What follows belongs to an exercise in optimizing a design on an open flow for small area; a production flow would make more cautious choices. Where RTL was checked, it was by simulation tests only, not by an equivalence proof against the original. Power is estimated from default activity; no workload was simulated.

==> module pgn_sw_stage, before the edit <==
module pgn_sw_stage (
    input  wire         clk,
    input  wire         rst,
    input  wire         fp_bnd,
    input  wire         fault_clear,
    input  wire [7:0]   rel_in,
    input  wire [7:0]   flt_in,
    input  wire [7:0]   trip_in,
    input  wire [7:0]   hiz_mode,
    input  wire [7:0]   cut_scope,
    input  wire [23:0]  edge_sel,
    input  wire [63:0]  trip_esc,
    input  wire [47:0]  req_we,
    input  wire [47:0]  req_lvl,
    input  wire [127:0] t_on,
    input  wire [127:0] t_off,
    input  wire [287:0] lguard,
    output wire [47:0]  sw_on,
    output wire [47:0]  sw_rel,
    output wire [47:0]  pend,
    output wire [7:0]   latched,
    output wire [63:0]  cut_run,
    output wire [7:0]   cut_now,
    output wire [23:0]  leg_conflict
);
    reg  [7:0]   released_q;
    reg  [7:0]   latch_q;
    reg  [63:0]  cut_run_q;
    reg  [7:0]   cut_seen_q;
    reg  [47:0]  on_q;        
    reg  [47:0]  req_q;       
    reg  [47:0]  block_q;     
    reg  [47:0]  sat_q;       
    reg  [767:0] cnt_q;       
    reg  [23:0]  first_q;     
    reg  [23:0]  conflict_q;
    wire [47:0]  on_d, req_d, block_d, edge_d;
    wire [23:0]  first_d, conflict_d;
    genvar g, l, c, i;
    generate
        for (g = 0; g < 8; g = g + 1) begin : g_grp
            wire [7:0] cr  = cut_run_q[8*g +: 8];
            wire [7:0] esc = trip_esc[8*g +: 8];
            wire cut_act = trip_in[g] & ~hiz_mode[g] & ~rel_in[g] & ~latch_q[g];
            wire [8:0] crc;
            wire [7:0] crs;
            assign crc[0] = 1'b1;
            for (i = 0; i < 8; i = i + 1) begin : g_cr
                assign crs[i]   = cr[i] ^ crc[i];
                assign crc[i+1] = cr[i] & crc[i];
            end
            wire [7:0] cr_inc = crs | {8{crc[8]}};
            wire [8:0] ec;
            assign ec[0] = 1'b1;
            for (i = 0; i < 8; i = i + 1) begin : g_ec
                assign ec[i+1] = (crs[i] & ~esc[i]) | ((crs[i] | ~esc[i]) & ec[i]);
            end
            wire esc_hit = (|esc) & (crc[8] | ec[8]);
            wire escalate  = fp_bnd & cut_seen_q[g] & esc_hit;
            wire clear_ok  = fault_clear & ~flt_in[g] & ~trip_in[g];
            wire set_latch = ~rel_in[g] & (flt_in[g] | (trip_in[g] & hiz_mode[g]) | escalate);
            wire latch_d   = set_latch | (latch_q[g] & ~clear_ok);
            wire rel_d     = rel_in[g] | latch_d | (released_q[g] & ~fp_bnd);
            wire driving   = ~rel_d;
            wire rel_edge  = rel_d & ~released_q[g];
            wire [7:0] cr_d = clear_ok ? 8'd0 :
                              fp_bnd   ? (cut_seen_q[g] ? cr_inc : 8'd0) : cr;
            always @(posedge clk) begin
                if (rst) begin
                    released_q[g]       <= 1'b1;
                    latch_q[g]          <= 1'b0;
                    cut_run_q[8*g +: 8] <= 8'd0;
                    cut_seen_q[g]       <= 1'b0;
                end else begin
                    released_q[g]       <= rel_d;
                    latch_q[g]          <= latch_d;
                    cut_run_q[8*g +: 8] <= cr_d;
                    cut_seen_q[g]       <= (cut_seen_q[g] & ~fp_bnd) | cut_act;
                end
            end
            wire [2:0]  es  = edge_sel[3*g +: 3];
            wire [15:0] ton = t_on[16*g +: 16];
            wire [15:0] tof = t_off[16*g +: 16];
            for (l = 0; l < 3; l = l + 1) begin : g_leg
                localparam integer L  = 3*g + l;    
                localparam integer C0 = 2*L;        
                wire [1:0]  on  = on_q[C0 +: 2];
                wire [1:0]  req = req_q[C0 +: 2];
                wire [1:0]  we  = req_we[C0 +: 2];
                wire [1:0]  lvl = req_lvl[C0 +: 2];
                wire [11:0] lg  = lguard[12*L +: 12];
                wire [15:0] thr_n = ~((on[0] | on[1]) ? ton : tof);
                wire [11:0] lg_n  = ~lg;
                wire [1:0] tge;     
                wire [1:0] gge;     
                for (c = 0; c < 2; c = c + 1) begin : g_c
                    wire [15:0] a = cnt_q[16*(C0+c) +: 16];
                    wire [8:1] rt;
                    pgn_cmp2s u_t0 (.a(a[1:0]), .bn(thr_n[1:0]), .y(rt[1]));
                    for (i = 1; i < 8; i = i + 1) begin : g_t
                        pgn_cmp2 u (.a(a[2*i +: 2]), .bn(thr_n[2*i +: 2]), .c(rt[i]), .y(rt[i+1]));
                    end
                    wire ge_t = rt[8];
                    wire min20 = (|a[15:5]) | (a[4] & (a[3] | a[2]));
                    assign tge[c] = sat_q[C0+c] | (min20 & ge_t);
                    wire [6:1] rg;
                    pgn_cmp2s u_g0 (.a(a[1:0]), .bn(lg_n[1:0]), .y(rg[1]));
                    for (i = 1; i < 6; i = i + 1) begin : g_g
                        pgn_cmp2 u (.a(a[2*i +: 2]), .bn(lg_n[2*i +: 2]), .c(rg[i]), .y(rg[i+1]));
                    end
                    assign gge[c] = sat_q[C0+c] | (|a[15:12]) | rg[6];
                end
                wire [1:0] cut_here;
                assign cut_here[0] = cut_act & (~cut_scope[g] | (es == 2*l));
                assign cut_here[1] = cut_act & (~cut_scope[g] | (es == 2*l+1));
                pgn_leg_ctl u_ctl (
                    .driving  (driving), .rel_edge (rel_edge), .fp_bnd (fp_bnd),
                    .we       (we), .lvl (lvl), .req (req), .on (on),
                    .first    (first_q[L]), .block (block_q[C0 +: 2]),
                    .cut_here (cut_here), .tge (tge), .gge (gge),
                    .on_n     (on_d[C0 +: 2]), .req_n (req_d[C0 +: 2]),
                    .first_n  (first_d[L]), .block_n (block_d[C0 +: 2]),
                    .conflict (conflict_d[L]), .edge_n (edge_d[C0 +: 2]));
            end
        end
        for (c = 0; c < 48; c = c + 1) begin : g_ch
            wire [15:0] a = cnt_q[16*c +: 16];
            wire [16:0] cc;
            wire [15:0] cnt_d;
            assign cc[0] = 1'b1;
            for (i = 0; i < 16; i = i + 1) begin : g_b
                assign cc[i+1] = cc[i] & a[i];
            end
            assign cnt_d[0] = edge_d[c] | ~a[0];
            for (i = 1; i < 16; i = i + 1) begin : g_n
                assign cnt_d[i] = ~edge_d[c] & (a[i] ^ cc[i]);
            end
            always @(posedge clk) begin
                cnt_q[16*c +: 16] <= cnt_d;
                sat_q[c] <= rst | (~edge_d[c] & (sat_q[c] | cc[16]));
            end
        end
    endgenerate
    always @(posedge clk) begin
        if (rst) begin
            on_q       <= 48'd0;
            req_q      <= 48'd0;
            block_q    <= 48'd0;
            first_q    <= 24'd0;
            conflict_q <= 24'd0;
        end else begin
            on_q       <= on_d;
            req_q      <= req_d;
            block_q    <= block_d;
            first_q    <= first_d;
            conflict_q <= conflict_d;
        end
    end
    genvar k;
    generate
        for (k = 0; k < 48; k = k + 1) begin : g_out
            assign sw_rel[k] = released_q[k / 6];
        end
    endgenerate
    assign sw_on        = on_q;
    assign pend         = req_q ^ on_q;
    assign latched      = latch_q;
    assign cut_run      = cut_run_q;
    assign cut_now      = cut_seen_q;
    assign leg_conflict = conflict_q;
endmodule
clock: 6.0 ns
lec_check: 0
cap_margin: 20
core_margin: 2
core_utilization: 72
cts_buf_list: sky130_fd_sc_hd__clkbuf_16
cts_cluster_diameter: 80
cts_cluster_size: 24
slew_margin: 20
synth_hierarchical: 1
synth_minimum_keep_size: 0
standard.sh (not shown) runs the stock make flow with config.mk's settings and CLKGATE_MAP_FILE= SYNTH_SCRIPT=/design/flow/synth_recipe.tcl, a recipe that flattens the netlist after the stock synthesis.
==> flow/flow/run.sh <==
#!/bin/bash
# The standard layout (standard.sh), with one change: the buffer that
# every input and output port gets is the platform's smallest buffer,
# sky130_fd_sc_hd__buf_1, instead of the one buffer_ports picks by default.
# The layout's own logs are under orfs/logs; standard.sh's output goes to
# standard_flow.log.
set -euo pipefail
export BUFFER_PORTS_ARGS="-buffer_cell sky130_fd_sc_hd__buf_1"
bash standard.sh > standard_flow.log 2>&1
Then changed:
--- a/flow/design.v
+++ b/flow/design.v
@@ -15,4 +15,20 @@
     wire m = a[0] | bn[0];
     assign y = (a[1] & bn[1]) | (a[1] & m) | (bn[1] & m);
+endmodule
+module pgn_sel_n (
+    input  wire a,
+    input  wire b,
+    input  wire s,
+    input  wire sn,
+    output wire y
+);
+    assign y = ~((a | sn) & (b | s));
+endmodule
+module pgn_nor2 (
+    input  wire a,
+    input  wire b,
+    output wire y
+);
+    assign y = ~(a | b);
 endmodule
 module pgn_leg_ctl (
@@ -148,5 +164,11 @@
                 wire [1:0]  lvl = req_lvl[C0 +: 2];
                 wire [11:0] lg  = lguard[12*L +: 12];
-                wire [15:0] thr_n = ~((on[0] | on[1]) ? ton : tof);
+                wire        leg_on  = on[0] | on[1];
+                wire        leg_off;
+                pgn_nor2 u_off (.a(on[0]), .b(on[1]), .y(leg_off));
+                wire [15:0] thr_n;
+                for (i = 0; i < 16; i = i + 1) begin : g_thr
+                    pgn_sel_n u (.a(ton[i]), .b(tof[i]), .s(leg_on), .sn(leg_off), .y(thr_n[i]));
+                end
                 wire [11:0] lg_n  = ~lg;
                 wire [1:0] tge;     
The changed run produced a clean layout.
Worst setup slack is worse by 0.066 ns.
Global-route usage is higher by 1.5 points.
Final cell count hardly moves.
Power stays flat.
Sequential power drops slightly.
Final area came out lower by a few percent.
Routed wire length climbs slightly.
Hold slack hardly moves.
Maximum frequency shrinks slightly.
Synthesized cell count stays flat.

Setup of run a:
The RTL this note starts from:
==> flow/design.v <==
module pgn_cmp2 (
    input  wire [1:0] a,
    input  wire [1:0] bn,
    input  wire       c,
    output wire       y
);
    wire m = (a[0] & bn[0]) | (a[0] & c) | (bn[0] & c);
    assign y = (a[1] & bn[1]) | (a[1] & m) | (bn[1] & m);
endmodule
module pgn_cmp2s (
    input  wire [1:0] a,
    input  wire [1:0] bn,
    output wire       y
);
    wire m = a[0] | bn[0];
    assign y = (a[1] & bn[1]) | (a[1] & m) | (bn[1] & m);
endmodule
module pgn_leg_ctl (
    input  wire       driving,     
    input  wire       rel_edge,    
    input  wire       fp_bnd,
    input  wire [1:0] we,
    input  wire [1:0] lvl,
    input  wire [1:0] req,
    input  wire [1:0] on,
    input  wire       first,
    input  wire [1:0] block,
    input  wire [1:0] cut_here,
    input  wire [1:0] tge,
    input  wire [1:0] gge,
    output wire [1:0] on_n,
    output wire [1:0] req_n,
    output wire       first_n,
    output wire [1:0] block_n,
    output wire       conflict,
    output wire [1:0] edge_n
);
    wire [1:0] new_h = we & lvl & ~req;
    wire conf = new_h[0] & new_h[1] & ~on[0] & ~on[1];
    assign conflict = driving & conf;
    wire [1:0] req_u = (we & lvl) | (~we & req);
    wire [1:0] req_d = conf ? 2'b00 : req_u;
    wire first_d = (new_h[0] & new_h[1]) ? on[1] :
                   new_h[0]              ? req[1] :
                   new_h[1]              ? ~req[0] : first;
    wire [1:0] blk = (block & {2{~fp_bnd}}) | cut_here;
    wire pf0 = req_d[1] & ~on[1] &  first_d;
    wire pf1 = req_d[0] & ~on[0] & ~first_d;
    wire on_ok0 = tge[0] & ~blk[0] & ~on[1] & ~pf0 & gge[1];
    wire on_ok1 = tge[1] & ~blk[1] & ~on[0] & ~pf1 & gge[0];
    wire nx0 = on[0] ? ~(cut_here[0] | (~req_d[0] & tge[0])) : (req_d[0] & on_ok0);
    wire nx1 = on[1] ? ~(cut_here[1] | (~req_d[1] & tge[1])) : (req_d[1] & on_ok1);
    assign on_n    = {2{driving}} & {nx1, nx0};
    assign req_n   = {2{driving}} & req_d;
    assign first_n = driving & first_d;
    assign block_n = {2{driving}} & blk;
    assign edge_n  = (on_n ^ on) | {2{rel_edge}};
endmodule
module pgn_sw_stage (
    input  wire         clk,
    input  wire         rst,
    input  wire         fp_bnd,
    input  wire         fault_clear,
    input  wire [7:0]   rel_in,
    input  wire [7:0]   flt_in,
    input  wire [7:0]   trip_in,
    input  wire [7:0]   hiz_mode,
    input  wire [7:0]   cut_scope,
    input  wire [23:0]  edge_sel,
    input  wire [63:0]  trip_esc,
    input  wire [47:0]  req_we,
    input  wire [47:0]  req_lvl,
    input  wire [127:0] t_on,
    input  wire [127:0] t_off,
    input  wire [287:0] lguard,
    output wire [47:0]  sw_on,
    output wire [47:0]  sw_rel,
    output wire [47:0]  pend,
    output wire [7:0]   latched,
    output wire [63:0]  cut_run,
    output wire [7:0]   cut_now,
    output wire [23:0]  leg_conflict
);
    reg  [7:0]   released_q;
    reg  [7:0]   latch_q;
    reg  [63:0]  cut_run_q;
    reg  [7:0]   cut_seen_q;
    reg  [47:0]  on_q;        
    reg  [47:0]  req_q;       
    reg  [47:0]  block_q;     
    reg  [47:0]  sat_q;       
    reg  [767:0] cnt_q;       
    reg  [23:0]  first_q;     
    reg  [23:0]  conflict_q;
    wire [47:0]  on_d, req_d, block_d, edge_d;
    wire [23:0]  first_d, conflict_d;
    function automatic [15:0] max20(input [15:0] t);
        reg lt;
        begin
            lt = ~(|t[15:5]) & ~(t[4] & (t[3] | t[2]));
            max20 = lt ? 16'd20 : t;
        end
    endfunction
    genvar g, l, c, i;
    generate
        for (g = 0; g < 8; g = g + 1) begin : g_grp
            wire [7:0] cr  = cut_run_q[8*g +: 8];
            wire [7:0] esc = trip_esc[8*g +: 8];
            wire cut_act = trip_in[g] & ~hiz_mode[g] & ~rel_in[g] & ~latch_q[g];
            wire [8:0] crc;
            wire [7:0] crs;
            assign crc[0] = 1'b1;
            for (i = 0; i < 8; i = i + 1) begin : g_cr
                assign crs[i]   = cr[i] ^ crc[i];
                assign crc[i+1] = cr[i] & crc[i];
            end
            wire [7:0] cr_inc = crs | {8{crc[8]}};
            wire [8:0] ec;
            assign ec[0] = 1'b1;
            for (i = 0; i < 8; i = i + 1) begin : g_ec
                assign ec[i+1] = (crs[i] & ~esc[i]) | ((crs[i] | ~esc[i]) & ec[i]);
            end
            wire esc_hit = (|esc) & (crc[8] | ec[8]);
            wire escalate  = fp_bnd & cut_seen_q[g] & esc_hit;
            wire clear_ok  = fault_clear & ~flt_in[g] & ~trip_in[g];
            wire set_latch = ~rel_in[g] & (flt_in[g] | (trip_in[g] & hiz_mode[g]) | escalate);
            wire latch_d   = set_latch | (latch_q[g] & ~clear_ok);
            wire rel_d     = rel_in[g] | latch_d | (released_q[g] & ~fp_bnd);
            wire driving   = ~rel_d;
            wire rel_edge  = rel_d & ~released_q[g];
            wire [7:0] cr_d = clear_ok ? 8'd0 :
                              fp_bnd   ? (cut_seen_q[g] ? cr_inc : 8'd0) : cr;
            always @(posedge clk) begin
                if (rst) begin
                    released_q[g]       <= 1'b1;
                    latch_q[g]          <= 1'b0;
                    cut_run_q[8*g +: 8] <= 8'd0;
                    cut_seen_q[g]       <= 1'b0;
                end else begin
                    released_q[g]       <= rel_d;
                    latch_q[g]          <= latch_d;
                    cut_run_q[8*g +: 8] <= cr_d;
                    cut_seen_q[g]       <= (cut_seen_q[g] & ~fp_bnd) | cut_act;
                end
            end
            wire [2:0]  es  = edge_sel[3*g +: 3];
            wire [15:0] ton = max20(t_on[16*g +: 16]);
            wire [15:0] tof = max20(t_off[16*g +: 16]);
            for (l = 0; l < 3; l = l + 1) begin : g_leg
                localparam integer L  = 3*g + l;    
                localparam integer C0 = 2*L;        
                wire [1:0]  on  = on_q[C0 +: 2];
                wire [1:0]  req = req_q[C0 +: 2];
                wire [1:0]  we  = req_we[C0 +: 2];
                wire [1:0]  lvl = req_lvl[C0 +: 2];
                wire [11:0] lg  = lguard[12*L +: 12];
                wire [15:0] thr_n = ~((on[0] | on[1]) ? ton : tof);
                wire [11:0] lg_n  = ~lg;
                wire [1:0] tge;     
                wire [1:0] gge;     
                for (c = 0; c < 2; c = c + 1) begin : g_c
                    wire [15:0] a = cnt_q[16*(C0+c) +: 16];
                    wire [8:1] rt;
                    pgn_cmp2s u_t0 (.a(a[1:0]), .bn(thr_n[1:0]), .y(rt[1]));
                    for (i = 1; i < 8; i = i + 1) begin : g_t
                        pgn_cmp2 u (.a(a[2*i +: 2]), .bn(thr_n[2*i +: 2]), .c(rt[i]), .y(rt[i+1]));
                    end
                    wire ge_t = rt[8];
                    assign tge[c] = sat_q[C0+c] | ge_t;
                    wire [6:1] rg;
                    pgn_cmp2s u_g0 (.a(a[1:0]), .bn(lg_n[1:0]), .y(rg[1]));
                    for (i = 1; i < 6; i = i + 1) begin : g_g
                        pgn_cmp2 u (.a(a[2*i +: 2]), .bn(lg_n[2*i +: 2]), .c(rg[i]), .y(rg[i+1]));
                    end
                    assign gge[c] = sat_q[C0+c] | (|a[15:12]) | rg[6];
                end
                wire [1:0] cut_here;
                assign cut_here[0] = cut_act & (~cut_scope[g] | (es == 2*l));
                assign cut_here[1] = cut_act & (~cut_scope[g] | (es == 2*l+1));
                pgn_leg_ctl u_ctl (
                    .driving  (driving), .rel_edge (rel_edge), .fp_bnd (fp_bnd),
                    .we       (we), .lvl (lvl), .req (req), .on (on),
                    .first    (first_q[L]), .block (block_q[C0 +: 2]),
                    .cut_here (cut_here), .tge (tge), .gge (gge),
                    .on_n     (on_d[C0 +: 2]), .req_n (req_d[C0 +: 2]),
                    .first_n  (first_d[L]), .block_n (block_d[C0 +: 2]),
                    .conflict (conflict_d[L]), .edge_n (edge_d[C0 +: 2]));
            end
        end
        for (c = 0; c < 48; c = c + 1) begin : g_ch
            wire [15:0] a = cnt_q[16*c +: 16];
            wire [16:0] cc;
            wire [15:0] cnt_d;
            assign cc[0] = 1'b1;
            for (i = 0; i < 16; i = i + 1) begin : g_b
                assign cc[i+1] = cc[i] & a[i];
            end
            assign cnt_d[0] = edge_d[c] | ~a[0];
            for (i = 1; i < 16; i = i + 1) begin : g_n
                assign cnt_d[i] = ~edge_d[c] & (a[i] ^ cc[i]);
            end
            always @(posedge clk) begin
                cnt_q[16*c +: 16] <= cnt_d;
                sat_q[c] <= rst | (~edge_d[c] & (sat_q[c] | cc[16]));
            end
        end
    endgenerate
    always @(posedge clk) begin
        if (rst) begin
            on_q       <= 48'd0;
            req_q      <= 48'd0;
            block_q    <= 48'd0;
            first_q    <= 24'd0;
            conflict_q <= 24'd0;
        end else begin
            on_q       <= on_d;
            req_q      <= req_d;
            block_q    <= block_d;
            first_q    <= first_d;
            conflict_q <= conflict_d;
        end
    end
    genvar k;
    generate
        for (k = 0; k < 48; k = k + 1) begin : g_out
            assign sw_rel[k] = released_q[k / 6];
        end
    endgenerate
    assign sw_on        = on_q;
    assign pend         = req_q ^ on_q;
    assign latched      = latch_q;
    assign cut_run      = cut_run_q;
    assign cut_now      = cut_seen_q;
    assign leg_conflict = conflict_q;
endmodule
export LEC_CHECK = 0
export CAP_MARGIN = 20
export CORE_MARGIN = 2
export CORE_UTILIZATION = 65
export CTS_BUF_LIST = sky130_fd_sc_hd__clkbuf_16
export CTS_CLUSTER_DIAMETER = 80
export CTS_CLUSTER_SIZE = 24
export SLEW_MARGIN = 20
export SYNTH_HIERARCHICAL = 1
export SYNTH_MINIMUM_KEEP_SIZE = 0
create_clock -name core_clock -period 6.0 [get_ports {clk}]
Scripts as last shown in full above: flow/flow/run.sh
#### Input delta (run b over run a)
--- a/flow/design.v
+++ b/flow/design.v
@@ -88,6 +88,7 @@
     reg  [47:0]  on_q;        
     reg  [47:0]  req_q;       
     reg  [47:0]  block_q;     
+    reg  [47:0]  ed_q;        
     reg  [47:0]  sat_q;       
     reg  [767:0] cnt_q;       
     reg  [23:0]  first_q;     
@@ -156,6 +157,7 @@
                 wire [11:0] lg  = lguard[12*L +: 12];
                 wire [15:0] thr_n = ~((on[0] | on[1]) ? ton : tof);
                 wire [11:0] lg_n  = ~lg;
+                wire        lg_le1 = ~|lg[11:1];    
                 wire [1:0] tge;     
                 wire [1:0] gge;     
                 for (c = 0; c < 2; c = c + 1) begin : g_c
@@ -166,13 +168,13 @@
                         pgn_cmp2 u (.a(a[2*i +: 2]), .bn(thr_n[2*i +: 2]), .c(rt[i]), .y(rt[i+1]));
                     end
                     wire ge_t = rt[8];
-                    assign tge[c] = sat_q[C0+c] | ge_t;
+                    assign tge[c] = ~ed_q[C0+c] & (sat_q[C0+c] | ge_t);
                     wire [6:1] rg;
                     pgn_cmp2s u_g0 (.a(a[1:0]), .bn(lg_n[1:0]), .y(rg[1]));
                     for (i = 1; i < 6; i = i + 1) begin : g_g
                         pgn_cmp2 u (.a(a[2*i +: 2]), .bn(lg_n[2*i +: 2]), .c(rg[i]), .y(rg[i+1]));
                     end
-                    assign gge[c] = sat_q[C0+c] | (|a[15:12]) | rg[6];
+                    assign gge[c] = ed_q[C0+c] ? lg_le1 : (sat_q[C0+c] | (|a[15:12]) | rg[6]);
                 end
                 wire [1:0] cut_here;
                 assign cut_here[0] = cut_act & (~cut_scope[g] | (es == 2*l));
@@ -195,13 +197,20 @@
             for (i = 0; i < 16; i = i + 1) begin : g_b
                 assign cc[i+1] = cc[i] & a[i];
             end
-            assign cnt_d[0] = edge_d[c] | ~a[0];
-            for (i = 1; i < 16; i = i + 1) begin : g_n
-                assign cnt_d[i] = ~edge_d[c] & (a[i] ^ cc[i]);
+            assign cnt_d[0] = ~ed_q[c] & ~a[0];
+            assign cnt_d[1] = ed_q[c] | (a[1] ^ cc[1]);
+            for (i = 2; i < 16; i = i + 1) begin : g_n
+                assign cnt_d[i] = ~ed_q[c] & (a[i] ^ cc[i]);
             end
             always @(posedge clk) begin
                 cnt_q[16*c +: 16] <= cnt_d;
-                sat_q[c] <= rst | (~edge_d[c] & (sat_q[c] | cc[16]));
+                if (rst) begin
+                    ed_q[c]  <= 1'b0;
+                    sat_q[c] <= 1'b1;
+                end else begin
+                    ed_q[c]  <= edge_d[c];
+                    sat_q[c] <= ~edge_d[c] & ~ed_q[c] & (sat_q[c] | cc[16]);
+                end
             end
         end
     endgenerate
Notes after the runs:
- Run b | status: complete | timing, DRC, antenna: pass
- Die area in run b is 2.8% higher than in run a
- Diff run a -> run b: met2 track demand over resource went up 0.62 points; design area went up 1.8%.
- On CTS clock-pin slew for the worst setup and hold paths, run b and run a are neck and neck.
- Diff run a -> run b: synthesized cell count rose by 3.0%, total power rose by about 8%.
- Setup slack after placement on run b is ahead of run a.
No functional check of the RTL was part of run b.

-- port drivers added, routing unchanged --
How much do the figures lean on ideal ports? The routed layouts below were timed once more, with nothing changed but the port constraints.
Step 1, drivers: a clkbuf_16 drives clk and a buf_2 each remaining input, both assumed.
Step 2 adds t to the input delays and takes it off the output delays; t is the mean of the earliest and latest rising clock arrival at the registers after step 1. Input paths then give back, and output paths get back, about the clock's delay inside the block.
a / b / c = no drivers / after step 1 / after step 2; a / b = the first two.
run | shift t [ns] | setup slack, ns | hold WS [ns] | worst setup path at the end | pins driven straight from the clock port
the first run of note 1 | 0.772 | 0.507 / 0.507 / 0.199 | 0.465 / 0.465 / 0.465 | input to register | 1
the second run of note 1 | 0.786 | 0.442 / 0.442 / -0.009 | 0.463 / 0.463 / 0.463 | input to register | 1
run a | 0.796 | 0.371 / 0.437 / -0.359 | 0.460 / 0.460 / 0.460 | input to register | 1
run b | 0.809 | 0.299 / 0.363 / -0.447 | 0.483 / 0.483 / 0.483 | input to register | 1
With both steps, setup timing fails in the second run of note 1, run a and run b, where it was met with ideal ports. For run b, which loses most, drivers alone change the setup slack by +0.064 ns; drivers and shift together by -0.746 ns.
